Source: an optimization exercise on an open RTL-to-GDS flow (aim: small area and a short achievable clock period). Production flows keep margins and buffers that such runs may drop. Where RTL was checked, it was by simulation tests only, not by an equivalence proof against the original. No functional check of the RTL was part of runs 1 and 2.

[design.v]
module lk_acc_cell (
    input  wire        clk,
    input  wire        rst,       
    input  wire [1:0]  op,        
    input  wire        fmt_a,     
    input  wire        fmt_b,
    input  wire [15:0] a,
    input  wire [15:0] b,
    output wire [39:0] acc,
    output reg  [31:0] f32
);
    wire        s1_first_d, s1_load_d, p_top_d, p_s_d;
    wire [1:0]  p_cls0_d, p_cls1_d, p_ovr_d;
    wire [9:0]  p_e0_d, p_e1_d;
    wire [21:0] p_m_d;
    lk_mul u_s1 (.op(op), .fmt_a(fmt_a), .fmt_b(fmt_b), .a(a), .b(b),
                 .first(s1_first_d), .load(s1_load_d), .cls0(p_cls0_d), .cls1(p_cls1_d),
                 .ovr(p_ovr_d), .top(p_top_d), .sign(p_s_d), .e0(p_e0_d), .e1(p_e1_d), .m(p_m_d));
    reg        s1_first, s1_keep, s1_load;    
    reg [1:0]  p_cls0, p_cls1;
    reg        p_s;
    reg [1:0]  p_ovr;
    reg        p_top;
    reg [9:0]  p_e0, p_e1;
    reg [21:0] p_m;
    always @(posedge clk) begin
        if (rst) begin
            s1_first <= 1'b0;
            s1_keep  <= 1'b1;
            s1_load  <= 1'b0;
            p_cls0   <= 2'd1;
            p_cls1   <= 2'd1;
            p_s      <= 1'b1;
        end else begin
            s1_first <= s1_first_d;
            s1_keep  <= ~s1_first_d;
            s1_load  <= s1_load_d;
            p_cls0   <= p_cls0_d;
            p_cls1   <= p_cls1_d;
            p_s      <= p_s_d;
        end
    end
    always @(posedge clk) begin
        p_ovr <= p_ovr_d;
        p_top <= p_top_d;
        p_e0  <= p_e0_d;
        p_e1  <= p_e1_d;
        p_m   <= p_m_d;
    end
    wire [1:0]  p_cls;
    wire [31:0] p_w;
    lk_sel u_sel (.cls0(p_cls0), .cls1(p_cls1), .ovr(p_ovr), .top(p_top), .sign(p_s),
                  .e0(p_e0), .e1(p_e1), .m(p_m), .cls(p_cls), .w(p_w));
    reg  [39:0] acc_q;
    wire [39:0] acc_d;
    assign acc = acc_q;
    lk_add u_s2 (.first(s1_first), .keep(s1_keep), .load(s1_load), .cls(p_cls), .w(p_w),
                 .x(acc_q), .y(acc_d));
    always @(posedge clk) begin
        if (rst)
            acc_q <= 40'd0;
        else
            acc_q <= acc_d;
    end
    wire        c_up  = acc_q[7] & ((acc_q[6:0] != 7'd0) | acc_q[8]);
    wire [31:0] c_cy;
    wire [30:0] c_mag;
    assign c_cy[0] = c_up;
    genvar gc;
    generate for (gc = 0; gc < 31; gc = gc + 1) begin : drn
        assign c_mag[gc]  = acc_q[8 + gc] ^ c_cy[gc];
        assign c_cy[gc+1] = acc_q[8 + gc] & c_cy[gc];
    end endgenerate
    always @(posedge clk) begin
        if (rst)
            f32 <= 32'd0;
        else
            f32 <= {acc_q[39], c_mag};
    end
endmodule
module lk_mul (
    input  wire [1:0]  op,
    input  wire        fmt_a,
    input  wire        fmt_b,
    input  wire [15:0] a,
    input  wire [15:0] b,
    output wire        first,
    output wire        load,
    output reg  [1:0]  cls0,     
    output reg  [1:0]  cls1,     
    output wire [1:0]  ovr,      
    output wire        top,
    output wire        sign,
    output wire [9:0]  e0,       
    output wire [9:0]  e1,
    output wire [21:0] m         
);
    wire        a_ez   = fmt_a ? (a[14:10] == 5'd0)  : (a[14:7] == 8'd0);
    wire        a_emax = fmt_a ? (a[14:10] == 5'h1F) : (a[14:7] == 8'hFF);
    wire        a_fz   = fmt_a ? (a[9:0] == 10'd0)   : (a[6:0] == 7'd0);
    wire [9:0]  a_fr   = fmt_a ? a[9:0] : {a[6:0], 3'b000};
    wire [10:0] a_sig  = {~a_ez, a_fr};
    wire [7:0]  a_ex   = fmt_a ? ({3'd0, a[14:10]} + 8'd112 + {7'd0, a_ez})
                               : (a[14:7] | {7'd0, a_ez});
    wire        b_ez   = fmt_b ? (b[14:10] == 5'd0)  : (b[14:7] == 8'd0);
    wire        b_emax = fmt_b ? (b[14:10] == 5'h1F) : (b[14:7] == 8'hFF);
    wire        b_fz   = fmt_b ? (b[9:0] == 10'd0)   : (b[6:0] == 7'd0);
    wire [9:0]  b_fr   = fmt_b ? b[9:0] : {b[6:0], 3'b000};
    wire [10:0] b_sig  = {~b_ez, b_fr};
    wire [7:0]  b_ex   = fmt_b ? ({3'd0, b[14:10]} + 8'd112 + {7'd0, b_ez})
                               : (b[14:7] | {7'd0, b_ez});
    wire a_nan  = a_emax & ~a_fz;
    wire a_inf  = a_emax & a_fz;
    wire a_zero = a_ez & a_fz;
    wire b_nan  = b_emax & ~b_fz;
    wire b_inf  = b_emax & b_fz;
    wire b_zero = b_ez & b_fz;
    reg [3:0] a_lz, b_lz;
    integer i;
    always @(*) begin
        a_lz = 4'd0;
        b_lz = 4'd0;
        for (i = 0; i < 10; i = i + 1) begin
            if (a_fr[i]) a_lz = 4'd10 - i[3:0];
            if (b_fr[i]) b_lz = 4'd10 - i[3:0];
        end
        if (!a_ez) a_lz = 4'd0;
        if (!b_ez) b_lz = 4'd0;
    end
    wire a_p2 = a_ez ? ((a_fr & (a_fr - 10'd1)) == 10'd0) : a_fz;
    wire b_p2 = b_ez ? ((b_fr & (b_fr - 10'd1)) == 10'd0) : b_fz;
    wire [21:0] m_r0, m_r1;
    mul11_tree u_mul (.a(a_sig), .b(b_sig), .r0(m_r0), .r1(m_r1));
    wire [21:0] m_prod;
    wire        m_co;
    add_pfx #(.N(22), .L(5), .KIND(1)) u_madd (.a(m_r0), .b(m_r1), .ci(1'b0), .s(m_prod), .co(m_co));
    wire [4:0]  m_l   = {1'b0, a_lz} + {1'b0, b_lz};
    wire [21:0] m_sh  = m_prod << m_l;
    wire [21:0] m_thr = 22'h3F_FFFF << (5'd21 - m_l);
    wire        m_top = |(m_prod & m_thr);
    wire [9:0]  m_s   = {2'd0, a_ex} + {2'd0, b_ex} + 10'd32 - {5'd0, m_l};   
    wire [9:0]  m_e0  = m_s - 10'd159;
    wire [9:0]  m_e1  = m_s - 10'd158;
    wire        p2    = a_p2 & b_p2;
    wire        spec_nan  = a_nan | b_nan | (a_inf & b_zero) | (b_inf & a_zero);
    wire        spec_inf  = a_inf | b_inf;
    wire        spec_zero = a_zero | b_zero;
    wire        ovf0 = (m_s >= 10'd414), ovf1 = (m_s >= 10'd413);
    wire        unf0 = (m_s < 10'd129),  unf1 = (m_s < 10'd128);
    wire        up0  = (m_s == 10'd128) & ~p2, up1 = (m_s == 10'd127) & ~p2;
    always @(*) begin
        if (op == 2'd0) begin
            cls0 = 2'd1;
            cls1 = 2'd1;
        end else if (op == 2'd3) begin
            cls0 = (a[14:7] == 8'hFF && {a[6:0], b} != 23'd0) ? 2'd3 : 2'd0;
            cls1 = cls0;
        end else if (spec_nan) begin
            cls0 = 2'd3;
            cls1 = 2'd3;
        end else if (spec_inf) begin
            cls0 = 2'd2;
            cls1 = 2'd2;
        end else if (spec_zero) begin
            cls0 = 2'd1;
            cls1 = 2'd1;
        end else begin
            cls0 = ovf0 ? 2'd2 : (unf0 & ~up0) ? 2'd1 : 2'd0;
            cls1 = ovf1 ? 2'd2 : (unf1 & ~up1) ? 2'd1 : 2'd0;
        end
    end
    assign first = (op == 2'd2);
    assign load  = (op == 2'd3);
    assign top   = load | m_top;
    assign sign  = load ? b[0] : (op == 2'd0) ? 1'b1 : (a[15] ^ b[15]);
    assign ovr   = load ? 2'b00 : {up1, up0};
    assign e0    = up0 ? -10'sd30 : m_e0;
    assign e1    = load ? a[15:6] : up1 ? -10'sd30 : m_e1;
    assign m     = load ? {1'b0, a[5:0], b[15:1]} : m_sh;
endmodule
module lk_sel (
    input  wire [1:0]  cls0,
    input  wire [1:0]  cls1,
    input  wire [1:0]  ovr,
    input  wire        top,
    input  wire        sign,
    input  wire [9:0]  e0,
    input  wire [9:0]  e1,
    input  wire [21:0] m,
    output wire [1:0]  cls,
    output wire [31:0] w
);
    assign cls = top ? cls1 : cls0;
    assign w   = top ? {e1, m[20:0] & {21{~ovr[1]}}, sign}
                     : {e0, m[19:0] & {20{~ovr[0]}}, 1'b0, sign};
endmodule
module lk_add (
    input  wire        first,
    input  wire        keep,         
    input  wire        load,
    input  wire [1:0]  cls,
    input  wire [31:0] w,
    input  wire [39:0] x,
    output reg  [39:0] y
);
    localparam [39:0] ACC_NAN = {1'b0, 8'hFF, 1'b1, 30'd0};
    wire        p_s    = w[0];
    wire [9:0]  p_exp  = w[31:22];
    wire [31:0] p_sig  = {1'b1, w[21:1], 10'd0};
    wire        p_nan  = (cls == 2'd3);
    wire        p_inf  = (cls == 2'd2);
    wire        p_zero = (cls == 2'd1);
    wire [39:0] x_raw  = {x[39:31] & {9{~first}}, x[30:0] & {31{keep}}};
    wire        x_s    = x_raw[39];
    wire        x_ez   = (x_raw[38:31] == 8'd0);
    wire        x_emax = (x_raw[38:31] == 8'hFF);
    wire        x_fz   = (x_raw[30:0] == 31'd0);
    wire        x_nan  = x_emax & ~x_fz;
    wire        x_inf  = x_emax & x_fz;
    wire        x_zero = x_ez & x_fz;
    wire [7:0]  x_exp  = {x_raw[38:32], x_raw[31] | x_ez};
    wire [31:0] x_sig  = {~x_ez, x_raw[30:0]};
    wire [10:0] d_xp = {3'd0, x_exp} - {p_exp[9], p_exp};
    wire [10:0] d_px = {p_exp[9], p_exp} - {3'd0, x_exp};
    wire        e_eq = ({2'd0, x_exp} == p_exp);
    wire [21:0] cmp_s;
    wire        x_ge;
    add_pfx #(.N(22), .L(5), .KIND(1)) u_cmp (.a(x_sig[31:10]), .b(~p_sig[31:10]), .ci(1'b1), .s(cmp_s), .co(x_ge));
    wire        p_gt_e = d_xp[10];
    wire        x_big  = ~p_gt_e & (~e_eq | x_ge);
    wire [10:0] ad     = p_gt_e ? d_px : d_xp;
    wire        sat    = (ad[10:6] != 5'd0) || (ad[5:0] > 6'd35);
    wire [5:0]  sh     = ad[5:0];
    wire [7:0]  big_exp = p_gt_e ? p_exp[7:0] : x_exp;
    wire [31:0] big_sig = x_big ? x_sig : p_sig;
    wire [31:0] sml_sig = x_big ? p_sig : x_sig;
    wire        big_s   = x_big ? x_s : p_s;
    wire        eff_sub = x_s ^ p_s;
    wire [34:0] sml_sh = {sml_sig, 3'b000} >> sh;
    wire [34:0] sml_al = sat ? 35'd0 : sml_sh;
    reg         sml_st;
    integer k;
    always @(*) begin
        sml_st = 1'b0;
        for (k = 0; k < 32; k = k + 1)
            if (sat || sh >= k + 4) sml_st = sml_st | sml_sig[k];
    end
    wire [35:0] op_a = {1'b0, big_sig, 3'b000};
    wire [35:0] op_b = {1'b0, sml_al[34:1], sml_al[0] | sml_st} ^ {36{eff_sub}};
    wire [35:0] s_sum;
    wire        s_co;
    add_pfx #(.N(36), .L(6), .KIND(1)) u_add (.a(op_a), .b(op_b), .ci(eff_sub), .s(s_sum), .co(s_co));
    wire        s_neg = eff_sub & s_sum[35];
    wire        r_s   = big_s ^ s_neg;
    wire        s_z   = (s_sum == 36'd0);
    wire [35:0] lim = (big_exp <= 8'd35) ? (36'h8_0000_0000 >> big_exp) : 36'd0;
    wire [5:0]  nlz;
    lzc36 u_lzc (.x(s_sum | lim), .n(nlz));
    wire [5:0]  nsh   = {nlz[5:1], nlz[0] | s_neg};
    wire [35:0] n_5   = nsh[5] ? {s_sum[3:0], 32'd0} : s_sum;
    wire [35:0] n_4   = nsh[4] ? {n_5[19:0], 16'd0}  : n_5;
    wire [35:0] n_3   = nsh[3] ? {n_4[27:0], 8'd0}   : n_4;
    wire [35:0] n_2   = nsh[2] ? {n_3[31:0], 4'd0}   : n_3;
    wire [35:0] n_1   = nsh[1] ? {n_2[33:0], 2'd0}   : n_2;
    wire [35:0] n_mag = nsh[0] ? {n_1[34:0], 1'd0}   : n_1;
    wire [8:0]  n_exp = {1'b0, big_exp} + 9'd1 - {3'd0, nsh};
    wire [8:0]  n_exp1 = {1'b0, big_exp} + 9'd2 - {3'd0, nsh};
    wire [4:0]  n_lo  = n_mag[4:0] ^ {5{s_neg}};
    wire        up_p  = n_lo[3] & ((n_lo[2:0] != 3'd0) | n_lo[4]);
    wire        c4_n  = (n_lo[3:0] == 4'hF);
    wire        t3_n  = n_lo[3] ^ (n_lo[2:0] == 3'h7);
    wire        up_n  = c4_n | (t3_n & ((n_lo[2:0] != 3'h7) | n_lo[4]));
    wire        n_up  = s_neg ? up_n : up_p;
    wire [31:0] r_in  = n_mag[35:4] ^ {32{s_neg}};
    wire [31:0] r_sig;
    wire        r_co;
    inc_pfx #(.N(32), .L(6)) u_rnd (.a(r_in), .ci(n_up), .s(r_sig), .co(r_co));
    wire [8:0]  r_exp = r_co ? n_exp1 : n_exp;
    wire        r_top = r_co | r_sig[31];
    wire        r_ovf = (n_exp >= 9'd255) | (r_co & (n_exp == 9'd254));
    reg [39:0] sum40;
    always @(*) begin
        if (s_z)
            sum40 = 40'd0;                                   
        else if (r_ovf)
            sum40 = {r_s, 8'hFF, 31'd0};                     
        else
            sum40 = {r_s, (r_top ? r_exp[7:0] : 8'd0), r_sig[30:0]};
    end
    always @(*) begin
        if (load)
            y = p_nan ? ACC_NAN : {w, 8'd0};
        else if (x_nan | p_nan | (x_inf & p_inf & (x_s != p_s)))
            y = ACC_NAN;
        else if (x_inf)
            y = x_raw;
        else if (p_inf)
            y = {p_s, 8'hFF, 31'd0};
        else if (p_zero)
            y = x_zero ? {x_s & p_s, 39'd0} : x_raw;
        else
            y = sum40;
    end
endmodule
module add_pfx #(parameter N = 36, parameter L = 6, parameter KIND = 0) (    
    input  wire [N-1:0] a,
    input  wire [N-1:0] b,
    input  wire         ci,
    output wire [N-1:0] s,
    output wire         co
);
    wire [N:0] g [0:2*L];
    wire [N:0] p [0:2*L];
    assign g[0] = {a & b, ci};
    assign p[0] = {a ^ b, 1'b0};
    genvar l, i;
    generate
        if (KIND == 1) begin : sk
            for (l = 0; l < L; l = l + 1) begin : lv
                for (i = 0; i <= N; i = i + 1) begin : b
                    if ((i >> l) & 1) begin : op
                        assign g[l+1][i] = g[l][i] | (p[l][i] & g[l][((i >> l) << l) - 1]);
                        assign p[l+1][i] = p[l][i] & p[l][((i >> l) << l) - 1];
                    end else begin : pass
                        assign g[l+1][i] = g[l][i];
                        assign p[l+1][i] = p[l][i];
                    end
                end
            end
            for (l = L; l < 2*L; l = l + 1) begin : cp
                assign g[l+1] = g[l];
                assign p[l+1] = p[l];
            end
        end else begin : bk
            for (l = 0; l < L; l = l + 1) begin : up
                for (i = 0; i <= N; i = i + 1) begin : b
                    if (((i + 1) % (2 << l)) == 0) begin : op
                        assign g[l+1][i] = g[l][i] | (p[l][i] & g[l][i-(1<<l)]);
                        assign p[l+1][i] = p[l][i] & p[l][i-(1<<l)];
                    end else begin : pass
                        assign g[l+1][i] = g[l][i];
                        assign p[l+1][i] = p[l][i];
                    end
                end
            end
            for (l = 0; l < L; l = l + 1) begin : dn
                localparam integer m = L - 1 - l;
                for (i = 0; i <= N; i = i + 1) begin : b
                    if (m > 0 && ((i + 1) % (2 << (m-1))) == (1 << (m-1)) && i >= (2 << (m-1))) begin : op
                        assign g[L+l+1][i] = g[L+l][i] | (p[L+l][i] & g[L+l][i-(1<<(m-1))]);
                        assign p[L+l+1][i] = p[L+l][i] & p[L+l][i-(1<<(m-1))];
                    end else begin : pass
                        assign g[L+l+1][i] = g[L+l][i];
                        assign p[L+l+1][i] = p[L+l][i];
                    end
                end
            end
        end
    endgenerate
    assign s  = p[0][N:1] ^ g[2*L][N-1:0];
    assign co = g[2*L][N];
endmodule
module inc_pfx #(parameter N = 32, parameter L = 6) (    
    input  wire [N-1:0] a,
    input  wire         ci,
    output wire [N-1:0] s,
    output wire         co
);
    wire [N:0] t [0:L];
    assign t[0] = {a, ci};
    genvar l, i;
    generate
        for (l = 0; l < L; l = l + 1) begin : lv
            for (i = 0; i <= N; i = i + 1) begin : b
                if ((i >> l) & 1) begin : op
                    assign t[l+1][i] = t[l][i] & t[l][((i >> l) << l) - 1];
                end else begin : pass
                    assign t[l+1][i] = t[l][i];
                end
            end
        end
    endgenerate
    assign s  = a ^ t[L][N-1:0];
    assign co = t[L][N];
endmodule
module lzc36 (
    input  wire [35:0] x,
    output wire [5:0]  n
);
    wire [63:0] w = {x, 1'b1, 27'd0};
    wire [31:0] v1; wire [31:0] z1;
    genvar i;
    generate for (i = 0; i < 32; i = i + 1) begin : l1
        assign v1[i] = w[2*i+1] | w[2*i];
        assign z1[i] = ~w[2*i+1];
    end endgenerate
    wire [15:0] v2; wire [31:0] z2;
    generate for (i = 0; i < 16; i = i + 1) begin : l2
        assign v2[i] = v1[2*i+1] | v1[2*i];
        assign z2[2*i+1] = ~v1[2*i+1];
        assign z2[2*i]   = v1[2*i+1] ? z1[2*i+1] : z1[2*i];
    end endgenerate
    wire [7:0] v3; wire [23:0] z3;
    generate for (i = 0; i < 8; i = i + 1) begin : l3
        assign v3[i] = v2[2*i+1] | v2[2*i];
        assign z3[3*i+2] = ~v2[2*i+1];
        assign z3[3*i+1:3*i] = v2[2*i+1] ? z2[4*i+3:4*i+2] : z2[4*i+1:4*i];
    end endgenerate
    wire [3:0] v4; wire [15:0] z4;
    generate for (i = 0; i < 4; i = i + 1) begin : l4
        assign v4[i] = v3[2*i+1] | v3[2*i];
        assign z4[4*i+3] = ~v3[2*i+1];
        assign z4[4*i+2:4*i] = v3[2*i+1] ? z3[6*i+5:6*i+3] : z3[6*i+2:6*i];
    end endgenerate
    wire [1:0] v5; wire [9:0] z5;
    generate for (i = 0; i < 2; i = i + 1) begin : l5
        assign v5[i] = v4[2*i+1] | v4[2*i];
        assign z5[5*i+4] = ~v4[2*i+1];
        assign z5[5*i+3:5*i] = v4[2*i+1] ? z4[8*i+7:8*i+4] : z4[8*i+3:8*i];
    end endgenerate
    assign n = {~v5[1], v5[1] ? z5[9:5] : z5[4:0]};
endmodule
module mul11_tree (input wire [10:0] a, input wire [10:0] b, output wire [21:0] r0, output wire [21:0] r1);
    wire [120:0] ppn;
    genvar gi, gj;
    generate for (gi = 0; gi < 11; gi = gi + 1) begin : ppr
        for (gj = 0; gj < 11; gj = gj + 1) begin : ppc
            assign ppn[gi*11+gj] = ~(a[gi] & b[gj]);
        end end endgenerate
    wire sn1;
    wire cn2;
    assign sn1 = ~(ppn[9] ^ ppn[19]);
    assign cn2 = ppn[9] | ppn[19];
    wire sn3;
    wire cn4;
    assign sn3 = ppn[10] ^ ppn[20] ^ ppn[30];
    assign cn4 = (ppn[10] & ppn[20]) | (ppn[10] & ppn[30]) | (ppn[20] & ppn[30]);
    wire sn5;
    wire cn6;
    assign sn5 = ~(ppn[40] ^ ppn[50]);
    assign cn6 = ppn[40] | ppn[50];
    wire sn7;
    wire cn8;
    assign sn7 = ppn[21] ^ ppn[31] ^ ppn[41];
    assign cn8 = (ppn[21] & ppn[31]) | (ppn[21] & ppn[41]) | (ppn[31] & ppn[41]);
    wire sn9;
    wire cn10;
    assign sn9 = ~(ppn[51] ^ ppn[61]);
    assign cn10 = ppn[51] | ppn[61];
    wire sn11;
    wire cn12;
    assign sn11 = ppn[32] ^ ppn[42] ^ ppn[52];
    assign cn12 = (ppn[32] & ppn[42]) | (ppn[32] & ppn[52]) | (ppn[42] & ppn[52]);
    wire sn13;
    wire cn14;
    assign sn13 = ~(ppn[6] ^ ppn[16]);
    assign cn14 = ppn[6] | ppn[16];
    wire sn15;
    wire cn16;
    assign sn15 = ppn[7] ^ ppn[17] ^ ppn[27];
    assign cn16 = (ppn[7] & ppn[17]) | (ppn[7] & ppn[27]) | (ppn[17] & ppn[27]);
    wire sn17;
    wire cn18;
    assign sn17 = ~(ppn[37] ^ ppn[47]);
    assign cn18 = ppn[37] | ppn[47];
    wire sn19;
    wire cn20;
    assign sn19 = ppn[8] ^ ppn[18] ^ ppn[28];
    assign cn20 = (ppn[8] & ppn[18]) | (ppn[8] & ppn[28]) | (ppn[18] & ppn[28]);
    wire sn21;
    wire cn22;
    assign sn21 = ppn[38] ^ ppn[48] ^ ppn[58];
    assign cn22 = (ppn[38] & ppn[48]) | (ppn[38] & ppn[58]) | (ppn[48] & ppn[58]);
    wire sn23;
    wire cn24;
    assign sn23 = ~(ppn[68] ^ ppn[78]);
    assign cn24 = ppn[68] | ppn[78];
    wire sn25;
    wire cn26;
    assign sn25 = sn1 ^ ppn[29] ^ ppn[39];
    assign cn26 = (sn1 & ppn[29]) | (sn1 & ppn[39]) | (ppn[29] & ppn[39]);
    wire sn27;
    wire cn28;
    assign sn27 = ppn[49] ^ ppn[59] ^ ppn[69];
    assign cn28 = (ppn[49] & ppn[59]) | (ppn[49] & ppn[69]) | (ppn[59] & ppn[69]);
    wire sn29;
    wire cn30;
    assign sn29 = ppn[79] ^ ppn[89] ^ ppn[99];
    assign cn30 = (ppn[79] & ppn[89]) | (ppn[79] & ppn[99]) | (ppn[89] & ppn[99]);
    wire sn31;
    wire cn32;
    assign sn31 = cn2 ^ sn3 ^ sn5;
    assign cn32 = (cn2 & sn3) | (cn2 & sn5) | (sn3 & sn5);
    wire sn33;
    wire cn34;
    assign sn33 = ppn[60] ^ ppn[70] ^ ppn[80];
    assign cn34 = (ppn[60] & ppn[70]) | (ppn[60] & ppn[80]) | (ppn[70] & ppn[80]);
    wire sn35;
    wire cn36;
    assign sn35 = ppn[90] ^ ppn[100] ^ ppn[110];
    assign cn36 = (ppn[90] & ppn[100]) | (ppn[90] & ppn[110]) | (ppn[100] & ppn[110]);
    wire sn37;
    wire cn38;
    assign sn37 = cn4 ^ cn6 ^ sn7;
    assign cn38 = (cn4 & cn6) | (cn4 & sn7) | (cn6 & sn7);
    wire sn39;
    wire cn40;
    assign sn39 = sn9 ^ ppn[71] ^ ppn[81];
    assign cn40 = (sn9 & ppn[71]) | (sn9 & ppn[81]) | (ppn[71] & ppn[81]);
    wire sn41;
    wire cn42;
    assign sn41 = ppn[91] ^ ppn[101] ^ ppn[111];
    assign cn42 = (ppn[91] & ppn[101]) | (ppn[91] & ppn[111]) | (ppn[101] & ppn[111]);
    wire sn43;
    wire cn44;
    assign sn43 = cn8 ^ cn10 ^ sn11;
    assign cn44 = (cn8 & cn10) | (cn8 & sn11) | (cn10 & sn11);
    wire sn45;
    wire cn46;
    assign sn45 = ppn[62] ^ ppn[72] ^ ppn[82];
    assign cn46 = (ppn[62] & ppn[72]) | (ppn[62] & ppn[82]) | (ppn[72] & ppn[82]);
    wire sn47;
    wire cn48;
    assign sn47 = ppn[92] ^ ppn[102] ^ ppn[112];
    assign cn48 = (ppn[92] & ppn[102]) | (ppn[92] & ppn[112]) | (ppn[102] & ppn[112]);
    wire sn49;
    wire cn50;
    assign sn49 = cn12 ^ ppn[43] ^ ppn[53];
    assign cn50 = (cn12 & ppn[43]) | (cn12 & ppn[53]) | (ppn[43] & ppn[53]);
    wire sn51;
    wire cn52;
    assign sn51 = ppn[63] ^ ppn[73] ^ ppn[83];
    assign cn52 = (ppn[63] & ppn[73]) | (ppn[63] & ppn[83]) | (ppn[73] & ppn[83]);
    wire sn53;
    wire cn54;
    assign sn53 = ppn[93] ^ ppn[103] ^ ppn[113];
    assign cn54 = (ppn[93] & ppn[103]) | (ppn[93] & ppn[113]) | (ppn[103] & ppn[113]);
    wire sn55;
    wire cn56;
    assign sn55 = ppn[54] ^ ppn[64] ^ ppn[74];
    assign cn56 = (ppn[54] & ppn[64]) | (ppn[54] & ppn[74]) | (ppn[64] & ppn[74]);
    wire sn57;
    wire cn58;
    assign sn57 = ppn[84] ^ ppn[94] ^ ppn[104];
    assign cn58 = (ppn[84] & ppn[94]) | (ppn[84] & ppn[104]) | (ppn[94] & ppn[104]);
    wire sn59;
    wire cn60;
    assign sn59 = ppn[65] ^ ppn[75] ^ ppn[85];
    assign cn60 = (ppn[65] & ppn[75]) | (ppn[65] & ppn[85]) | (ppn[75] & ppn[85]);
    wire sn61;
    wire cn62;
    assign sn61 = ~(ppn[4] ^ ppn[14]);
    assign cn62 = ppn[4] | ppn[14];
    wire sn63;
    wire cn64;
    assign sn63 = ppn[5] ^ ppn[15] ^ ppn[25];
    assign cn64 = (ppn[5] & ppn[15]) | (ppn[5] & ppn[25]) | (ppn[15] & ppn[25]);
    wire sn65;
    wire cn66;
    assign sn65 = ~(ppn[35] ^ ppn[45]);
    assign cn66 = ppn[35] | ppn[45];
    wire sn67;
    wire cn68;
    assign sn67 = sn13 ^ ppn[26] ^ ppn[36];
    assign cn68 = (sn13 & ppn[26]) | (sn13 & ppn[36]) | (ppn[26] & ppn[36]);
    wire sn69;
    wire cn70;
    assign sn69 = ppn[46] ^ ppn[56] ^ ppn[66];
    assign cn70 = (ppn[46] & ppn[56]) | (ppn[46] & ppn[66]) | (ppn[56] & ppn[66]);
    wire sn71;
    wire cn72;
    assign sn71 = cn14 ^ sn15 ^ sn17;
    assign cn72 = (cn14 & sn15) | (cn14 & sn17) | (sn15 & sn17);
    wire sn73;
    wire cn74;
    assign sn73 = ppn[57] ^ ppn[67] ^ ppn[77];
    assign cn74 = (ppn[57] & ppn[67]) | (ppn[57] & ppn[77]) | (ppn[67] & ppn[77]);
    wire sn75;
    wire cn76;
    assign sn75 = cn16 ^ cn18 ^ sn19;
    assign cn76 = (cn16 & cn18) | (cn16 & sn19) | (cn18 & sn19);
    wire sn77;
    wire cn78;
    assign sn77 = sn21 ^ sn23 ^ ppn[88];
    assign cn78 = (sn21 & sn23) | (sn21 & ppn[88]) | (sn23 & ppn[88]);
    wire sn79;
    wire cn80;
    assign sn79 = cn20 ^ cn22 ^ cn24;
    assign cn80 = (cn20 & cn22) | (cn20 & cn24) | (cn22 & cn24);
    wire sn81;
    wire cn82;
    assign sn81 = sn25 ^ sn27 ^ sn29;
    assign cn82 = (sn25 & sn27) | (sn25 & sn29) | (sn27 & sn29);
    wire sn83;
    wire cn84;
    assign sn83 = cn26 ^ cn28 ^ cn30;
    assign cn84 = (cn26 & cn28) | (cn26 & cn30) | (cn28 & cn30);
    wire sn85;
    wire cn86;
    assign sn85 = sn31 ^ sn33 ^ sn35;
    assign cn86 = (sn31 & sn33) | (sn31 & sn35) | (sn33 & sn35);
    wire sn87;
    wire cn88;
    assign sn87 = cn32 ^ cn34 ^ cn36;
    assign cn88 = (cn32 & cn34) | (cn32 & cn36) | (cn34 & cn36);
    wire sn89;
    wire cn90;
    assign sn89 = sn37 ^ sn39 ^ sn41;
    assign cn90 = (sn37 & sn39) | (sn37 & sn41) | (sn39 & sn41);
    wire sn91;
    wire cn92;
    assign sn91 = cn38 ^ cn40 ^ cn42;
    assign cn92 = (cn38 & cn40) | (cn38 & cn42) | (cn40 & cn42);
    wire sn93;
    wire cn94;
    assign sn93 = sn43 ^ sn45 ^ sn47;
    assign cn94 = (sn43 & sn45) | (sn43 & sn47) | (sn45 & sn47);
    wire sn95;
    wire cn96;
    assign sn95 = cn44 ^ cn46 ^ cn48;
    assign cn96 = (cn44 & cn46) | (cn44 & cn48) | (cn46 & cn48);
    wire sn97;
    wire cn98;
    assign sn97 = sn49 ^ sn51 ^ sn53;
    assign cn98 = (sn49 & sn51) | (sn49 & sn53) | (sn51 & sn53);
    wire sn99;
    wire cn100;
    assign sn99 = cn50 ^ cn52 ^ cn54;
    assign cn100 = (cn50 & cn52) | (cn50 & cn54) | (cn52 & cn54);
    wire sn101;
    wire cn102;
    assign sn101 = sn55 ^ sn57 ^ ppn[114];
    assign cn102 = (sn55 & sn57) | (sn55 & ppn[114]) | (sn57 & ppn[114]);
    wire sn103;
    wire cn104;
    assign sn103 = cn56 ^ cn58 ^ sn59;
    assign cn104 = (cn56 & cn58) | (cn56 & sn59) | (cn58 & sn59);
    wire sn105;
    wire cn106;
    assign sn105 = ppn[95] ^ ppn[105] ^ ppn[115];
    assign cn106 = (ppn[95] & ppn[105]) | (ppn[95] & ppn[115]) | (ppn[105] & ppn[115]);
    wire sn107;
    wire cn108;
    assign sn107 = cn60 ^ ppn[76] ^ ppn[86];
    assign cn108 = (cn60 & ppn[76]) | (cn60 & ppn[86]) | (ppn[76] & ppn[86]);
    wire sn109;
    wire cn110;
    assign sn109 = ppn[96] ^ ppn[106] ^ ppn[116];
    assign cn110 = (ppn[96] & ppn[106]) | (ppn[96] & ppn[116]) | (ppn[106] & ppn[116]);
    wire sn111;
    wire cn112;
    assign sn111 = ppn[87] ^ ppn[97] ^ ppn[107];
    assign cn112 = (ppn[87] & ppn[97]) | (ppn[87] & ppn[107]) | (ppn[97] & ppn[107]);
    wire sn113;
    wire cn114;
    assign sn113 = ~(ppn[3] ^ ppn[13]);
    assign cn114 = ppn[3] | ppn[13];
    wire sn115;
    wire cn116;
    assign sn115 = sn61 ^ ppn[24] ^ ppn[34];
    assign cn116 = (sn61 & ppn[24]) | (sn61 & ppn[34]) | (ppn[24] & ppn[34]);
    wire sn117;
    wire cn118;
    assign sn117 = cn62 ^ sn63 ^ sn65;
    assign cn118 = (cn62 & sn63) | (cn62 & sn65) | (sn63 & sn65);
    wire sn119;
    wire cn120;
    assign sn119 = cn64 ^ cn66 ^ sn67;
    assign cn120 = (cn64 & cn66) | (cn64 & sn67) | (cn66 & sn67);
    wire sn121;
    wire cn122;
    assign sn121 = cn68 ^ cn70 ^ sn71;
    assign cn122 = (cn68 & cn70) | (cn68 & sn71) | (cn70 & sn71);
    wire sn123;
    wire cn124;
    assign sn123 = cn72 ^ cn74 ^ sn75;
    assign cn124 = (cn72 & cn74) | (cn72 & sn75) | (cn74 & sn75);
    wire sn125;
    wire cn126;
    assign sn125 = cn76 ^ cn78 ^ sn79;
    assign cn126 = (cn76 & cn78) | (cn76 & sn79) | (cn78 & sn79);
    wire sn127;
    wire cn128;
    assign sn127 = cn80 ^ cn82 ^ sn83;
    assign cn128 = (cn80 & cn82) | (cn80 & sn83) | (cn82 & sn83);
    wire sn129;
    wire cn130;
    assign sn129 = cn84 ^ cn86 ^ sn87;
    assign cn130 = (cn84 & cn86) | (cn84 & sn87) | (cn86 & sn87);
    wire sn131;
    wire cn132;
    assign sn131 = cn88 ^ cn90 ^ sn91;
    assign cn132 = (cn88 & cn90) | (cn88 & sn91) | (cn90 & sn91);
    wire sn133;
    wire cn134;
    assign sn133 = cn92 ^ cn94 ^ sn95;
    assign cn134 = (cn92 & cn94) | (cn92 & sn95) | (cn94 & sn95);
    wire sn135;
    wire cn136;
    assign sn135 = cn96 ^ cn98 ^ sn99;
    assign cn136 = (cn96 & cn98) | (cn96 & sn99) | (cn98 & sn99);
    wire sn137;
    wire cn138;
    assign sn137 = cn100 ^ cn102 ^ sn103;
    assign cn138 = (cn100 & cn102) | (cn100 & sn103) | (cn102 & sn103);
    wire sn139;
    wire cn140;
    assign sn139 = cn104 ^ cn106 ^ sn107;
    assign cn140 = (cn104 & cn106) | (cn104 & sn107) | (cn106 & sn107);
    wire sn141;
    wire cn142;
    assign sn141 = cn108 ^ cn110 ^ sn111;
    assign cn142 = (cn108 & cn110) | (cn108 & sn111) | (cn110 & sn111);
    wire sn143;
    wire cn144;
    assign sn143 = cn112 ^ ppn[98] ^ ppn[108];
    assign cn144 = (cn112 & ppn[98]) | (cn112 & ppn[108]) | (ppn[98] & ppn[108]);
    wire sn145;
    wire cn146;
    assign sn145 = ~(ppn[2] ^ ppn[12]);
    assign cn146 = ppn[2] | ppn[12];
    wire sn147;
    wire cn148;
    assign sn147 = sn113 ^ ppn[23] ^ ppn[33];
    assign cn148 = (sn113 & ppn[23]) | (sn113 & ppn[33]) | (ppn[23] & ppn[33]);
    wire sn149;
    wire cn150;
    assign sn149 = cn114 ^ sn115 ^ ppn[44];
    assign cn150 = (cn114 & sn115) | (cn114 & ppn[44]) | (sn115 & ppn[44]);
    wire sn151;
    wire cn152;
    assign sn151 = cn116 ^ sn117 ^ ppn[55];
    assign cn152 = (cn116 & sn117) | (cn116 & ppn[55]) | (sn117 & ppn[55]);
    wire sn153;
    wire cn154;
    assign sn153 = cn118 ^ sn119 ^ sn69;
    assign cn154 = (cn118 & sn119) | (cn118 & sn69) | (sn119 & sn69);
    wire sn155;
    wire cn156;
    assign sn155 = cn120 ^ sn121 ^ sn73;
    assign cn156 = (cn120 & sn121) | (cn120 & sn73) | (sn121 & sn73);
    wire sn157;
    wire cn158;
    assign sn157 = cn122 ^ sn123 ^ sn77;
    assign cn158 = (cn122 & sn123) | (cn122 & sn77) | (sn123 & sn77);
    wire sn159;
    wire cn160;
    assign sn159 = cn124 ^ sn125 ^ sn81;
    assign cn160 = (cn124 & sn125) | (cn124 & sn81) | (sn125 & sn81);
    wire sn161;
    wire cn162;
    assign sn161 = cn126 ^ sn127 ^ sn85;
    assign cn162 = (cn126 & sn127) | (cn126 & sn85) | (sn127 & sn85);
    wire sn163;
    wire cn164;
    assign sn163 = cn128 ^ sn129 ^ sn89;
    assign cn164 = (cn128 & sn129) | (cn128 & sn89) | (sn129 & sn89);
    wire sn165;
    wire cn166;
    assign sn165 = cn130 ^ sn131 ^ sn93;
    assign cn166 = (cn130 & sn131) | (cn130 & sn93) | (sn131 & sn93);
    wire sn167;
    wire cn168;
    assign sn167 = cn132 ^ sn133 ^ sn97;
    assign cn168 = (cn132 & sn133) | (cn132 & sn97) | (sn133 & sn97);
    wire sn169;
    wire cn170;
    assign sn169 = cn134 ^ sn135 ^ sn101;
    assign cn170 = (cn134 & sn135) | (cn134 & sn101) | (sn135 & sn101);
    wire sn171;
    wire cn172;
    assign sn171 = cn136 ^ sn137 ^ sn105;
    assign cn172 = (cn136 & sn137) | (cn136 & sn105) | (sn137 & sn105);
    wire sn173;
    wire cn174;
    assign sn173 = cn138 ^ sn139 ^ sn109;
    assign cn174 = (cn138 & sn139) | (cn138 & sn109) | (sn139 & sn109);
    wire sn175;
    wire cn176;
    assign sn175 = cn140 ^ sn141 ^ ppn[117];
    assign cn176 = (cn140 & sn141) | (cn140 & ppn[117]) | (sn141 & ppn[117]);
    wire sn177;
    wire cn178;
    assign sn177 = cn142 ^ sn143 ^ ppn[118];
    assign cn178 = (cn142 & sn143) | (cn142 & ppn[118]) | (sn143 & ppn[118]);
    wire sn179;
    wire cn180;
    assign sn179 = cn144 ^ ppn[109] ^ ppn[119];
    assign cn180 = (cn144 & ppn[109]) | (cn144 & ppn[119]) | (ppn[109] & ppn[119]);
    assign r0 = {1'b0, ~cn180, ~cn178, ~cn176, ~cn174, ~cn172, ~cn170, ~cn168, ~cn166, ~cn164, ~cn162, ~cn160, ~cn158, ~cn156, ~cn154, ~cn152, ~cn150, ~cn148, ~cn146, ~sn145, ~ppn[1], ~ppn[0]};
    assign r1 = {1'b0, ~ppn[120], ~sn179, ~sn177, ~sn175, ~sn173, ~sn171, ~sn169, ~sn167, ~sn165, ~sn163, ~sn161, ~sn159, ~sn157, ~sn155, ~sn153, ~sn151, ~sn149, ~sn147, ~ppn[22], ~ppn[11], 1'b0};
endmodule
[flow/run.sh]
#!/bin/bash
set -euo pipefail
MARGIN=$(cat flow/margin.txt)
bash standard.sh SETUP_SLACK_MARGIN=$MARGIN finish > standard.log 2>&1
[flow/margin.txt]
10
[standard.sh]
#!/bin/bash
# synth_recipe.tcl (not shown) runs the flow's synth.tcl, then flattens the netlist and writes it again
# the make line also repeats each setting of config.mk as NAME=value (left out here)
make -C /OpenROAD-flow-scripts/flow DESIGN_CONFIG=/design/flow/config.mk WORK_HOME=/design/flow/orfs CLKGATE_MAP_FILE= SYNTH_SCRIPT=/design/flow/synth_recipe.tcl "${@:-finish}"
[config.mk]
export PLATFORM = sky130hd
export DESIGN_NAME = lk_acc_cell
export DESIGN_NICKNAME = lk_acc_cell
export VERILOG_FILES = /design/flow/design.v
export SDC_FILE = /design/flow/constraint.sdc
export NUM_CORES = 4
export LEC_CHECK = 0
export ABC_AREA = 1
export CAP_MARGIN = 20
export CORE_MARGIN = 2
export CORE_UTILIZATION = 40
export SLEW_MARGIN = 20
[constraint.sdc]
create_clock -name core_clock -period 22.0 [get_ports {clk}]
set_input_delay 4.4000 -clock core_clock [delete_from_list [all_inputs] [get_ports {clk}]]
set_output_delay 4.4000 -clock core_clock [all_outputs]
set_load 0.01 [all_outputs]
==> run_results.csv, run 1 <==
group,metric,value,unit
min_path,hp-class,"register to register",
global_route,track_usage,32.5,%
global_route,grt_util_met2,49.4,%
critical_path,reg2reg_to,"acc_q[25]",
timing,setup_tns,0,ns
critical_path,cp-start-kind,"input port",
logic_synthesis,synth_edf_count,0,
timing,worst_slew_pin_slew,1.01,ns
critical_path,max_stage_delay,0.59,ns
finish,finalNetCount,4556,
timing,whs,0.620,ns
global_route,met1_usage,46.9,%
critical_path,worstPathRequired,22.28,ns
clock_network,hold_buffers,0,
clock_network,cts.sinks,124,
logic_synthesis,yosysTopAreaCell,"nand2_1",
flow_run,max-cap-violations,0,
critical_path,critPathLaunch,"fmt_b",
clock_network,cts_tree,"yes",
finish,nFillCells,6464,
routing,drc,0,
routing,routed_wl,107000,microns
finish,layout_commonest_cell,"nand2_1",
critical_path,critical-path-top-delay-family,"adder cells",
critical_path,r2r-start,"acc_q[38]",
logic_synthesis,syn_avg_cell_area,5.83,sq um
placed_design,gp_congestion,1.07,
critical_path,critPathKind,"input port to register",
logic_synthesis,yosys.area.top_type_share,15.6,%
logic_synthesis,yosysWarnings,6,
global_route,use_met3,4.94,%
floorplanning,die-area,62900,sq um
global_route,antenna_found_initial,0,
floorplanning,fp.dieH,251,microns
critical_path,cpMostUsedCell,"nand2_1",
global_route,grt_pass1_wl,159000,microns
clock_network,path_clk_slew,0.06,ns
critical_path,r2r_cells,63,
critical_path,cp_max_fo,27,
timing,maxSlewHeadroom,32.7,%
logic_synthesis,synth-async-reset-ratio,0,%
critical_path,cp_slowest_cell,"fa_1",
routing,avgViaCountPerCell,5.78,
routing,drtIter0Drc,3262,
clock_network,cts_buffer_depth,2,
finish,final_cells,5029,
timing,max_clock_freq,86.0,MHz
critical_path,cp.depth,35,
timing,finalCritPeriodShare,52.9,%
clock_network,cts_root_buf,"clkbuf_16",
min_path,hold_start,"acc_q[12]",
global_route,grt_pass1_vias,26400,
finish,num_antenna_cells,0,
finish,most-common-layout-cells,"nand2_1, inv_1, nand3_1",
floorplanning,ios,110,
placed_design,io_buffers,109,
logic_synthesis,synth_fp_nets,4500,
timing,clock_skew,0.0164,ns
floorplanning,coreArea,60200,sq um
routing,ant_nets,0,
outcome,status,"complete, no violations",
critical_path,crit_end,"p_top",
timing,rsz0062_at_grt,"no",
finish,syn_to_final_growth,14.0,%
floorplanning,fp.dieW,251,microns
logic_synthesis,synth_seq_area_share,10.2,%
critical_path,r2r_slack,10.58,ns
timing,finalHoldViolations,0,
critical_path,setup.worst_path.end_class,"register",
routing,wire_per_inst,21.2,microns
global_route,top_usage_layer,"met2",
logic_synthesis,yosys-top-cells-area,"nand2_1, nand3_1, dfxtp_1",
critical_path,critPathArrivalTime,11.91,ns
timing,fin_crit,11.63,ns
logic_synthesis,synthesis.area,24400,sq um
placed_design,dp_cells,4931,
global_route,overflow,0,
finish,drive_gt1_share,8.22,%
timing,final_max_slew_viol_count,0,
clock_network,cts_max_level,4,
finish,finish.utilization,46.1,%
logic_synthesis,synth.distinct_cells,72,
clock_network,clock_latency,0.45,ns
clock_network,cts_buffers,17,
logic_synthesis,syn-instance-count,4178,
placed_design,dp_hpwl,82500,microns
routing,dr.pass1.iters,6,
logic_synthesis,ys_dominant_reg_cell,"dfxtp_1",
critical_path,crit_buf_inv,7,
logic_synthesis,synth_seq_cells,124,
global_route,grt_max_degree,59,
timing,finalSetupViolCount,0,
floorplanning,rows,90,
routing,num_vias,29100,
floorplanning,start_util,40.4,%
-- synthesized netlist by cell type (9+ instances only) --
library cell,number
buf_1,12
xor2_1,81
nand3_1,525
nand2_1,1012
nand2_2,17
o21ai_0,252
a31oi_1,22
buf_6,13
xnor2_1,17
a211oi_1,17
o211ai_1,20
o22ai_1,50
or2_2,21
buf_2,39
nor4_1,18
buf_4,17
nor2_4,9
nor3_1,54
nand4_1,67
inv_2,23
o21ai_1,23
fa_1,95
inv_1,568
ha_1,189
dfxtp_1,124
clkbuf_1,98
nor2_1,439
nor2_2,14
a21oi_1,202
-- state kept, by name (all words and copies together) (netlist names) --
signal and count:
acc_q 40, f32 32, p_m 21, p_e0 10, p_e1 10, p_cls0 2
p_cls1 2, p_ovr 2, p_s 1, p_top 1, s1_first 1, s1_keep 1
s1_load 1
-- cells by family after synthesis --
family,synth area share [%]
simple gates,39.8
flops,10.2
mux,0.329
xor+xnor,3.52
compound gates,15.8
fa+ha+maj,17.6
buf+inv,12.8
-- worst reg2reg max path, delay by kind of cell, from the launching register on --
family          cells  cell delay, ns
buf+inv             9            1.01
xor+xnor            2            0.43
fa+ha+maj           7            2.40
compound gates      8            1.71
flops               1            0.45
simple gates       37            5.29
-- repair_timing --
action	in CTS	in global routing
resized for setup	74	108
pin swaps	10	18
setup buffers	17	32
setup endpoints to repair	40	41
gates cloned	9	8
-- how the worst min path moves through the flow --
stage | to | slack [ns] | depth (start not counted)
2_1_floorplan | acc_q[8] | 0.47 | 2
3_5_place_dp | f32[4] | 0.61 | 3
5_1_grt | f32[30] | 0.68 | 2
6_report | f32[4] | 0.62 | 3
3_3_place_gp | f32[4] | 0.60 | 3
4_1_cts | f32[4] | 0.63 | 3
-- final cells by class --
cell class | count | area, sq um | share of cell area, %
Sequential cell | 124 | 2490 | 8.96
Tap cell | 782 | 978 | 3.52
Multi-Input combinational cell | 3288 | 19500 | 70.1
Clock buffer | 17 | 425 | 1.53
Inverter | 598 | 2310 | 8.32
Clock inverter | 15 | 164 | 0.590
Timing Repair inverter | 4 | 28.8 | 0.104
Timing Repair Buffer | 201 | 1910 | 6.89
-- through the flow --
step | instance area, sq um | worst slack [ns]
global placement | 25900 | 7.81
global route | 27800 | 9.93
floorplan | 24400 | 10.96
detailed placement | 25900 | 7.60
finish | 27800 | 10.37
CTS | 27000 | 9.98
-- layer usage --
| metal | wire length (microns) | vias to the layer above |
|---|---|---|
| met5 | 0 | - |
| met3 | 10600 | 204 |
| met1 | 46800 | 13400 |
| met4 | 3760 | 0 |
| li1 | - | 13800 |
| met2 | 45400 | 1602 |
==> run 2: changes to the inputs <==
==> flow/margin.txt (replaced) <==
9
==> run 2 against run 1 <==
Compared with the run above: still clean; worst setup slack lost 0.68 ns; routed wire length shrank 0.82%; sequential share of layout area grew 0.17 points; via count shrank 0.67%; flip-flop and latch count is the same; synthesized cell count is the same; critical endpoint is now acc_q[23]; largest cell class unchanged.
==> run_results.csv, run 2 <==
group,metric,value,unit
clock_network,cts_buffers,17,
min_path,hp-class,"register to register",
routing,drtIter0Drc,3455,
logic_synthesis,yosys-top-cells-area,"nand2_1, nand3_1, dfxtp_1",
timing,maxSlewHeadroom,36.2,%
timing,finalCritPeriodShare,55.9,%
global_route,track_usage,32.3,%
logic_synthesis,synth_seq_area_share,10.2,%
flow_run,max-cap-violations,0,
finish,reg_top3,"acc_q: 40 flops, f32: 32 flops, p_m: 21 flops",
critical_path,cp_slowest_cell,"fa_1",
timing,max_clock_freq,81.2,MHz
global_route,grt_pass1_vias,26200,
clock_network,clock_latency,0.45,ns
routing,num_vias,28900,
floorplanning,ios,110,
logic_synthesis,synth_seq_cells,124,
critical_path,reg2reg_to,"acc_q[23]",
finish,syn_to_final_growth,11.7,%
timing,worst_slew_pin_slew,0.948,ns
finish,top_register,"acc_q",
critical_path,cp-start-kind,"register",
routing,drc,0,
placed_design,io_buffers,109,
global_route,grt_max_degree,59,
critical_path,r2r_slack,9.69,ns
logic_synthesis,synth-async-reset-ratio,0,%
finish,largest_reg_flops,40,
global_route,grt_pass1_wl,158000,microns
critical_path,crit_buf_inv,13,
floorplanning,fp.dieW,251,microns
global_route,overflow,0,
logic_synthesis,yosysWarnings,6,
critical_path,worstPathRequired,22.30,ns
critical_path,cpMostUsedCell,"nand2_1",
critical_path,cp_max_fo,46,
floorplanning,rows,90,
placed_design,dp_hpwl,82500,microns
critical_path,r2r-start,"s1_first",
critical_path,critPathArrivalTime,12.61,ns
timing,finalHoldViolations,0,
logic_synthesis,syn-instance-count,4178,
critical_path,r2r_cells,64,
critical_path,setup.worst_path.end_class,"register",
critical_path,critical-path-top-delay-family,"simple AND/OR/NAND/NOR gates",
floorplanning,die-area,62900,sq um
logic_synthesis,ys_dominant_reg_cell,"dfxtp_1",
timing,rsz0062_at_grt,"no",
logic_synthesis,synth_commonest_cells,"nand2_1, inv_1, nand3_1",
critical_path,crit_end,"acc_q[23]",
routing,avgViaCountPerCell,5.77,
logic_synthesis,yosysTopAreaCell,"nand2_1",
routing,dr.pass1.iters,6,
floorplanning,start_util,40.4,%
outcome,status,"complete, no violations",
critical_path,cp.depth,64,
logic_synthesis,synth_edf_count,0,
clock_network,cts_max_level,4,
timing,whs,0.620,ns
finish,finish.utilization,45.2,%
timing,clock_skew,0.0206,ns
clock_network,cts.sinks,124,
timing,setup_tns,0,ns
finish,num_antenna_cells,0,
logic_synthesis,yosysMostFrequentCell,"nand2_1",
logic_synthesis,syn_avg_cell_area,5.83,sq um
floorplanning,fp.dieH,251,microns
timing,finalSetupViolCount,0,
floorplanning,coreArea,60200,sq um
finish,layout_commonest_cell,"nand2_1",
timing,final_max_slew_viol_count,0,
finish,finalNetCount,4531,
critical_path,max_stage_delay,0.55,ns
global_route,antenna_found_initial,1,
routing,wire_per_inst,21.1,microns
logic_synthesis,synth_fp_nets,4500,
logic_synthesis,synth.distinct_cells,72,
timing,fin_crit,12.31,ns
clock_network,path_clk_slew,0.07,ns
clock_network,cts_buffer_depth,2,
clock_network,cts_root_buf,"clkbuf_16",
finish,drive_gt1_share,6.73,%
finish,most-common-layout-cells,"nand2_1, inv_1, nand3_1",
logic_synthesis,synthesis.area,24400,sq um
critical_path,critPathLaunch,"s1_first",
clock_network,cts_tree,"yes",
routing,routed_wl,106000,microns
finish,nFillCells,6514,
critical_path,critPathKind,"register to register",
routing,ant_nets,0,
logic_synthesis,yosys.area.top_type_share,15.6,%
placed_design,gp_congestion,1.07,
run 2: metrics by stage:
step	cells	instance area, sq um	setup WS [ns]
floorplan	4178	24400	10.96
global placement	4931	25900	7.81
detailed placement	4931	25900	7.60
CTS	4974	26800	9.04
global route	5004	27200	8.97
finish	5004	27200	9.69
run 2: final cells by class:
cell class / instances / area [sq um] / share of cell area (%)
repair inverters: 2 / 15.0 / 0.0552
multi-input cells: 3287 / 19200 / 70.5
inverters: 598 / 2300 / 8.45
repair buffers: 179 / 1650 / 6.08
clock buffers: 17 / 425 / 1.56
clock inverters: 15 / 164 / 0.602
well taps: 782 / 978 / 3.60
flip-flops and latches: 124 / 2490 / 9.14
run 2: worst reg2reg max path, delay by kind of cell (launching register included):
family          cells  cell delay, ns
buf+inv            13            2.02
compound gates      7            1.54
xor+xnor            2            0.40
flops               1            0.39
fa+ha+maj           7            2.49
simple gates       35            5.30
run 2: worst min-delay path by stage:
stage | startpoint | end | slack, ns | cells past startpoint
6_report | acc_q[12] | f32[4] | 0.62 | 3
5_1_grt | acc_q[38] | f32[30] | 0.68 | 2
4_1_cts | acc_q[12] | f32[4] | 0.63 | 3
3_5_place_dp | acc_q[12] | f32[4] | 0.61 | 3
3_3_place_gp | acc_q[12] | f32[4] | 0.60 | 3
2_1_floorplan | p_s | acc_q[8] | 0.47 | 2
run 2: metal layers:
layer	part of all wire [%]	track usage [%]
met5	0.011	0
met4	3.4	10.1
met3	10	5.17
met2	42	48.8
met1	44	46.6
run 2: cell families after synthesis:
| group | after synthesis | synth area share (%) |
|---|---|---|
| flip-flops | 124 | 10.2 |
| AO/OA/AOI/OAI | 672 | 15.8 |
| adder cells (fa/ha/maj) | 285 | 17.6 |
| buffers and inverters | 777 | 12.8 |
| multiplexers | 8 | 0.329 |
| AND/OR/NAND/NOR | 2214 | 39.8 |
| XOR/XNOR | 98 | 3.52 |
run 2: repair_timing:
action,in CTS,in global routing
buffers inserted,5,24
resized for setup,43,59
setup endpoints to repair,39,40
gates cloned,6,6
hold buffers,0,0
pin swaps,5,8
==> run 3: changes to the inputs <==
--- a/design.v
+++ b/design.v
@@ -265,4 +265,8 @@
     wire [35:0] n_mag = nsh[0] ? {n_1[34:0], 1'd0}   : n_1;
-    wire [8:0]  n_exp = {1'b0, big_exp} + 9'd1 - {3'd0, nsh};
-    wire [8:0]  n_exp1 = {1'b0, big_exp} + 9'd2 - {3'd0, nsh};
+    wire [8:0]  be_p1 = {1'b0, big_exp} + 9'd1;
+    wire [8:0]  be_p2 = {1'b0, big_exp} + 9'd2;
+    wire [8:0]  n_exp, n_exp1;
+    wire        n_exp_co, n_exp1_co;
+    add_pfx #(.N(9), .L(4), .KIND(1)) u_nexp  (.a(be_p1), .b(~{3'd0, nsh}), .ci(1'b1), .s(n_exp),  .co(n_exp_co));
+    add_pfx #(.N(9), .L(4), .KIND(1)) u_nexp1 (.a(be_p2), .b(~{3'd0, nsh}), .ci(1'b1), .s(n_exp1), .co(n_exp1_co));
     wire [4:0]  n_lo  = n_mag[4:0] ^ {5{s_neg}};
@@ -279,3 +283,7 @@
     wire        r_top = r_co | r_sig[31];
-    wire        r_ovf = (n_exp >= 9'd255) | (r_co & (n_exp == 9'd254));
+    wire        nsh0  = (nsh == 6'd0);
+    wire        nsh1  = (nsh == 6'd1);
+    wire        be254 = (big_exp == 8'd254);
+    wire        be253 = (big_exp == 8'd253);
+    wire        r_ovf = (be254 & nsh0) | (r_co & ((be254 & nsh1) | (be253 & nsh0)));
     reg [39:0] sum40;
==> flow/run.sh (replaced) <==
#!/bin/bash
set -euo pipefail
bash standard.sh $(cat flow/args.txt) finish > standard.log 2>&1
==> flow/args.txt (new file) <==
SETUP_SLACK_MARGIN=10
removed: flow/margin.txt
==> run 3 against run 2 <==
Compared with the run above: die area is 0.67% higher; synthesized cell count hardly changed; area after synthesis increased by 0.68%; clock skew is 0.0039 ns lower; worst setup slack gained 0.72 ns; first-iteration DRC count decreased by 14%; hold slack worse by 0.074 ns; routed wire length fell by 1.1%; flip-flop and latch count unchanged.
==> run_results.csv, run 3 <==
group,metric,value,unit
clock_network,clock_latency,0.47,ns
routing,wire_per_inst,20.8,microns
clock_network,cts_tree,"yes",
placed_design,io_buffers,109,
timing,worst_slew_pin_slew,1.03,ns
outcome,status,"complete, no violations",
finish,syn_to_final_growth,13.4,%
min_path,hp-class,"register to register",
finish,most-common-layout-cells,"nand2_1, nand3_1, inv_1",
clock_network,hold_buffers,0,
routing,avgViaCountPerCell,5.75,
timing,setup_tns,0,ns
logic_synthesis,synthesis.area,24500,sq um
critical_path,cpMostUsedCell,"fa_1",
critical_path,cp_slowest_cell,"fa_1",
placed_design,gp_congestion,1.01,
floorplanning,ios,110,
logic_synthesis,yosysTopAreaCell,"nand2_1",
logic_synthesis,synth-async-reset-ratio,0,%
timing,finalCritPeriodShare,52.7,%
logic_synthesis,synth_seq_cells,124,
timing,clock_skew,0.0166,ns
min_path,hold_start,"acc_q[39]",
timing,finalHoldViolations,0,
finish,finish.utilization,46.0,%
timing,fin_crit,11.59,ns
finish,final_cells,5027,
floorplanning,start_util,40.6,%
finish,drive_gt1_share,7.59,%
finish,fin_area,27800,sq um
timing,max_clock_freq,86.3,MHz
global_route,grt_pass1_wl,157000,microns
routing,drc,0,
clock_network,cts_buffers,17,
global_route,grt_max_degree,58,
routing,ant_nets,0,
floorplanning,die-area,63300,sq um
placed_design,dp_cells,4935,
clock_network,cts_buffer_depth,2,
logic_synthesis,syn_avg_cell_area,5.86,sq um
logic_synthesis,syn-instance-count,4182,
critical_path,crit_buf_inv,7,
global_route,antenna_found_initial,1,
logic_synthesis,yosys.area.top_type_share,15.6,%
timing,finalSetupViolCount,0,
critical_path,setup.worst_path.end_class,"register",
routing,drtIter0Drc,2967,
critical_path,reg2reg_to,"acc_q[16]",
global_route,track_usage,32.0,%
floorplanning,coreArea,60500,sq um
clock_network,path_clk_slew,0.07,ns
logic_synthesis,synth_commonest_cells,"nand2_1, nand3_1, inv_1",
timing,final_max_slew_viol_count,0,
placed_design,place_area,26100,sq um
logic_synthesis,synth_edf_count,0,
critical_path,cp-start-kind,"input port",
clock_network,cts.sinks,124,
finish,finalNetCount,4557,
logic_synthesis,ys_dominant_reg_cell,"dfxtp_1",
logic_synthesis,synth.distinct_cells,69,
finish,top_register,"acc_q",
clock_network,cts_root_buf,"clkbuf_16",
clock_network,cts_max_level,4,
logic_synthesis,yosysMostFrequentCell,"nand2_1",
finish,layout_commonest_cell,"nand2_1",
critical_path,r2r_cells,70,
logic_synthesis,yosys-top-cells-area,"nand2_1, nand3_1, dfxtp_1",
critical_path,r2r-start,"p_top",
critical_path,worstPathRequired,22.24,ns
logic_synthesis,yosysWarnings,7,
logic_synthesis,synth_fp_nets,4507,
min_path,hold_end,"f32[31]",
finish,num_antenna_cells,0,
logic_synthesis,synth_seq_area_share,10.1,%
timing,maxSlewHeadroom,30.6,%
critical_path,max_stage_delay,0.54,ns
floorplanning,fp.dieH,252,microns
timing,rsz0062_at_grt,"yes",
flow_run,max-cap-violations,0,
routing,routed_wl,105000,microns
min_path,whs_path_depth,2,
critical_path,critPathKind,"input port to register",
finish,largest_reg_flops,40,
critical_path,critPathArrivalTime,11.83,ns
global_route,overflow,0,
global_route,grt_pass1_vias,26800,
floorplanning,rows,90,
critical_path,cp_max_fo,13,
placed_design,dp_hpwl,82300,microns
routing,num_vias,28900,
critical_path,r2r_slack,10.66,ns
routing,dr.pass1.iters,8,
floorplanning,fp.dieW,252,microns
critical_path,critical-path-top-delay-family,"adder cells",
finish,reg_top3,"acc_q: 40 flops, f32: 32 flops, p_m: 21 flops",
## run 3: changes by cell type after synthesis, sizes merged, moves of 6 or more
cell | before | now
nor2 | 463 | 428
buf | 81 | 99
a21oi | 204 | 190
clkbuf | 98 | 83
o21ai | 281 | 265
nor3 | 56 | 46
a31oi | 22 | 36
inv | 592 | 574
and2 | 5 | 11
nand4 | 70 | 87
nor4 | 18 | 24
nand3 | 535 | 573
## run 3: how the worst max path moves through the flow
stage,from,endpoint,slack [ns],depth (start not counted)
2_1_floorplan,fmt_b,p_top,11.16,27
3_3_place_gp,p_top,acc_q[36],7.70,69
3_5_place_dp,p_top,acc_q[25],7.35,65
4_1_cts,fmt_b,p_top,10.00,31
5_1_grt,p_top,acc_q[16],9.78,72
6_report,b[14],p_top,10.41,28
## run 3: what timing repair did
action / 4_1_cts / 5_1_grt
pin swaps: 9 / 17
resized for setup: 62 / 84
cloned: 8 / 4
setup endpoints to repair: 40 / 40
buffers inserted: 14 / 33
## run 3: kinds of logic after synthesis
family	synth area share, %
adders and majority gates	17.6
buffers and inverters	12.5
and+or+nand+nor	40.5
xor gates and xnor gates	3.79
muxes	0.429
DFF	10.1
AOI/OAI and AO/OA	15.1
## run 3: layer usage
metal	GRT usage [%]	routed length, microns
met5	0	0
met1	42.4	44200
met2	52.0	47100
met3	5.12	8960
met4	12.3	4340
## run 3: through the flow
step | worst slack (ns) | hold WS, ns
after floorplan | 11.16 | 0.469
after global placement | 7.70 | 0.535
after detailed placement | 7.35 | 0.523
after CTS | 10.00 | 0.544
after global routing | 9.78 | 0.568
final | 10.41 | 0.546
## run 3: cell type report
class,count,area [sq um]
fill,6624,32700
multi-input combinational,3302,19600
sequential,124,2490
inverter,582,2230
timing repair buffer,203,1910
tap,782,978
clock buffer,18,439
clock inverter,14,146
timing repair inverter,2,15.0
## run 3: worst min-delay path: cells and delay by family (launching register included)
kind                   cells  cell delay [ns]
buffers and inverters      1             0.13
and+or+nand+nor            1             0.06
DFF                        1             0.31
==> run 4: changes to the inputs <==
--- a/config.mk
+++ b/config.mk
@@ -10,3 +10,3 @@
 export CORE_MARGIN = 2
-export CORE_UTILIZATION = 40
+export CORE_UTILIZATION = 55
 export SLEW_MARGIN = 20
==> run 4 against run 3 <==
Compared with the run above: global-route usage is 12 points higher; first-iteration DRC count up 32%; via count up 3.4%; count of clock-buffer cells in the layout shrank 1; clock skew increased by 0.0028 ns; design area shrank 0.74%; critical path depth rose by 4; hold slack worse by 0.032 ns; critical endpoint unchanged; still clean; largest cell class unchanged; highest routed layer unchanged; final cell count down 3.7%; routed wire length increased by 0.15%.
==> run_results.csv, run 4 <==
group,metric,value,unit
outcome,status,"complete, no violations",
min_path,hold_start,"acc_q[39]",
timing,max_clock_freq,87.5,MHz
logic_synthesis,synth_fp_nets,4507,
finish,syn_to_final_growth,12.5,%
logic_synthesis,synth.distinct_cells,69,
finish,num_antenna_cells,0,
timing,clock_skew,0.0194,ns
finish,drive_gt1_share,7.86,%
global_route,grt_pass1_wl,157000,microns
timing,finalHoldViolations,0,
routing,dr.pass1.iters,10,
logic_synthesis,ys_dominant_reg_cell,"dfxtp_1",
timing,fin_crit,11.42,ns
critical_path,r2r_slack,10.67,ns
global_route,grt_max_degree,58,
flow_run,max-cap-violations,0,
critical_path,setup.worst_path.end_class,"register",
logic_synthesis,synth_seq_area_share,10.1,%
global_route,track_usage,43.7,%
timing,maxSlewHeadroom,22.4,%
finish,most-common-layout-cells,"nand2_1, nand3_1, inv_1",
critical_path,crit_buf_inv,5,
finish,layout_commonest_cell,"nand2_1",
logic_synthesis,syn-instance-count,4182,
clock_network,hold_buffers,0,
floorplanning,rows,77,
clock_network,path_clk_slew,0.08,ns
placed_design,dp_hpwl,80900,microns
clock_network,cts.sinks,124,
logic_synthesis,syn_avg_cell_area,5.86,sq um
critical_path,cp_max_fo,30,
floorplanning,fp.dieH,215,microns
global_route,overflow,0,
finish,largest_reg_flops,40,
finish,regArea,2490,sq um
clock_network,cts_buffers,17,
timing,final_max_slew_viol_count,0,
logic_synthesis,synth-async-reset-ratio,0,%
clock_network,cts_max_level,4,
logic_synthesis,synth_commonest_cells,"nand2_1, nand3_1, inv_1",
floorplanning,die-area,46300,sq um
critical_path,worstPathRequired,22.29,ns
global_route,antenna_found_initial,0,
routing,ant_nets,0,
critical_path,r2r-start,"s1_first",
routing,drc,0,
finish,reg_top3,"acc_q: 40 flops, f32: 32 flops, p_m: 21 flops",
routing,routed_wl,105000,microns
logic_synthesis,synthesis.area,24500,sq um
clock_network,cts_root_buf,"clkbuf_16",
finish,multi_input_area,19600,sq um
finish,nFillCells,4372,
critical_path,r2r_cells,64,
timing,finalCritPeriodShare,51.9,%
timing,worst_slack,10.58,ns
floorplanning,start_util,55.6,%
min_path,hold_end,"f32[31]",
critical_path,max_stage_delay,0.56,ns
finish,top_register,"acc_q",
logic_synthesis,yosysTopAreaCell,"nand2_1",
routing,wire_per_inst,21.6,microns
==> run 4: logic make-up (layout without fill, tap and decap cells) <==
| kind of cell | count (synthesis) | in the layout | synth area share (%) |
|---|---|---|---|
| buffers and inverters | 764 | 822 | 12.5 |
| xor gates and xnor gates | 106 | 106 | 3.79 |
| muxes | 10 | 10 | 0.429 |
| and+or+nand+nor | 2243 | 2250 | 40.5 |
| DFF | 124 | 124 | 10.1 |
| AOI/OAI and AO/OA | 648 | 648 | 15.1 |
| adders and majority gates | 287 | 287 | 17.6 |
==> run 4: worst max path at each step <==
stage / from / slack (ns) / cells past startpoint / end
after global placement: p_top / 8.32 / 70 / acc_q[36]
after CTS: p_top / 10.01 / 70 / acc_q[16]
final: fmt_a / 10.58 / 32 / p_top
after floorplan: fmt_b / 11.16 / 27 / p_top
after detailed placement: p_top / 7.89 / 68 / acc_q[20]
after global routing: s1_first / 9.94 / 71 / acc_q[16]
==> run 4: what timing repair did <==
action                     4_1_cts  5_1_grt
buffers inserted                26       25
gates cloned                     8        3
gates resized for setup         54      100
setup endpoints to repair       39       40
pin swaps                       10       16
==> run 4: layer usage <==
metal	part of all wire (%)	track usage, %	vias up	routed length (microns)
li1	-	-	13900	-
met1	38	54.5	13600	39700
met2	44	69.7	1933	46100
met3	11	8.82	418	11500
met4	7.1	25.7	0	7430
met5	0	0	-	0
==> run 4: cell type report <==
cell class,instances,area share (%)
multi-input cells,3301,71.2
flip-flops and latches,124,9.01
inverters,582,8.05
repair buffers,206,6.89
well taps,592,2.68
clock buffers,17,1.54
clock inverters,15,0.612
repair inverters,2,0.0544
==> run 4: worst reg2reg max path, delay by kind of cell (launching register included) <==
kind            cells  cell delay (ns)
buf+inv             7             0.81
flops               1             0.40
xor+xnor            2             0.30
compound gates     14             2.95
simple gates       35             4.94
fa+ha+maj           6             1.86
==> run 4: stage by stage <==
| stage | util, % | cells | hold WS, ns | area, sq um |
|---|---|---|---|---|
| 4_1_cts | 61.1 | 4811 | 0.506 | 27000 |
| 3_5_place_dp | 58.5 | 4745 | 0.506 | 25800 |
| 3_3_place_gp | 58.5 | 4745 | 0.493 | 25800 |
| 5_1_grt | 62.5 | 4839 | 0.534 | 27600 |
| 6_report | 62.5 | 4839 | 0.515 | 27600 |
| 2_1_floorplan | - | 4182 | 0.469 | 24500 |

static timing again, ports no longer ideal:
In the flow no input, the clock included, has a driving cell. The finished layouts below were timed again as built, in two steps. Step 1 assumes that a clkbuf_16 drives the clock port and a buf_2 every other input. Step 2 also shifts input and output timing later by t, the mid clock arrival at the registers, as if the neighbouring blocks saw the same clock. Slacks: ideal ports / drivers / drivers and shift; pairs: ideal ports / drivers.
| run | t, ns | setup slack, ns | worst register clock-pin slew, ns |
|---|---|---|---|
| run 1 | 0.494 | 10.372 / 10.397 / 9.903 | 0.07 / 0.07 |
| run 2 | 0.494 | 9.692 / 9.692 / 9.375 | 0.07 / 0.07 |
| run 3 | 0.513 | 10.414 / 10.446 / 9.933 | 0.08 / 0.08 |
| run 4 | 0.524 | 10.578 / 10.607 / 10.084 | 0.08 / 0.08 |
After both steps setup and hold are still met in every run listed. The setup slack of run 4, which loses most, moves by +0.029 ns with the drivers and by -0.494 ns with both steps.
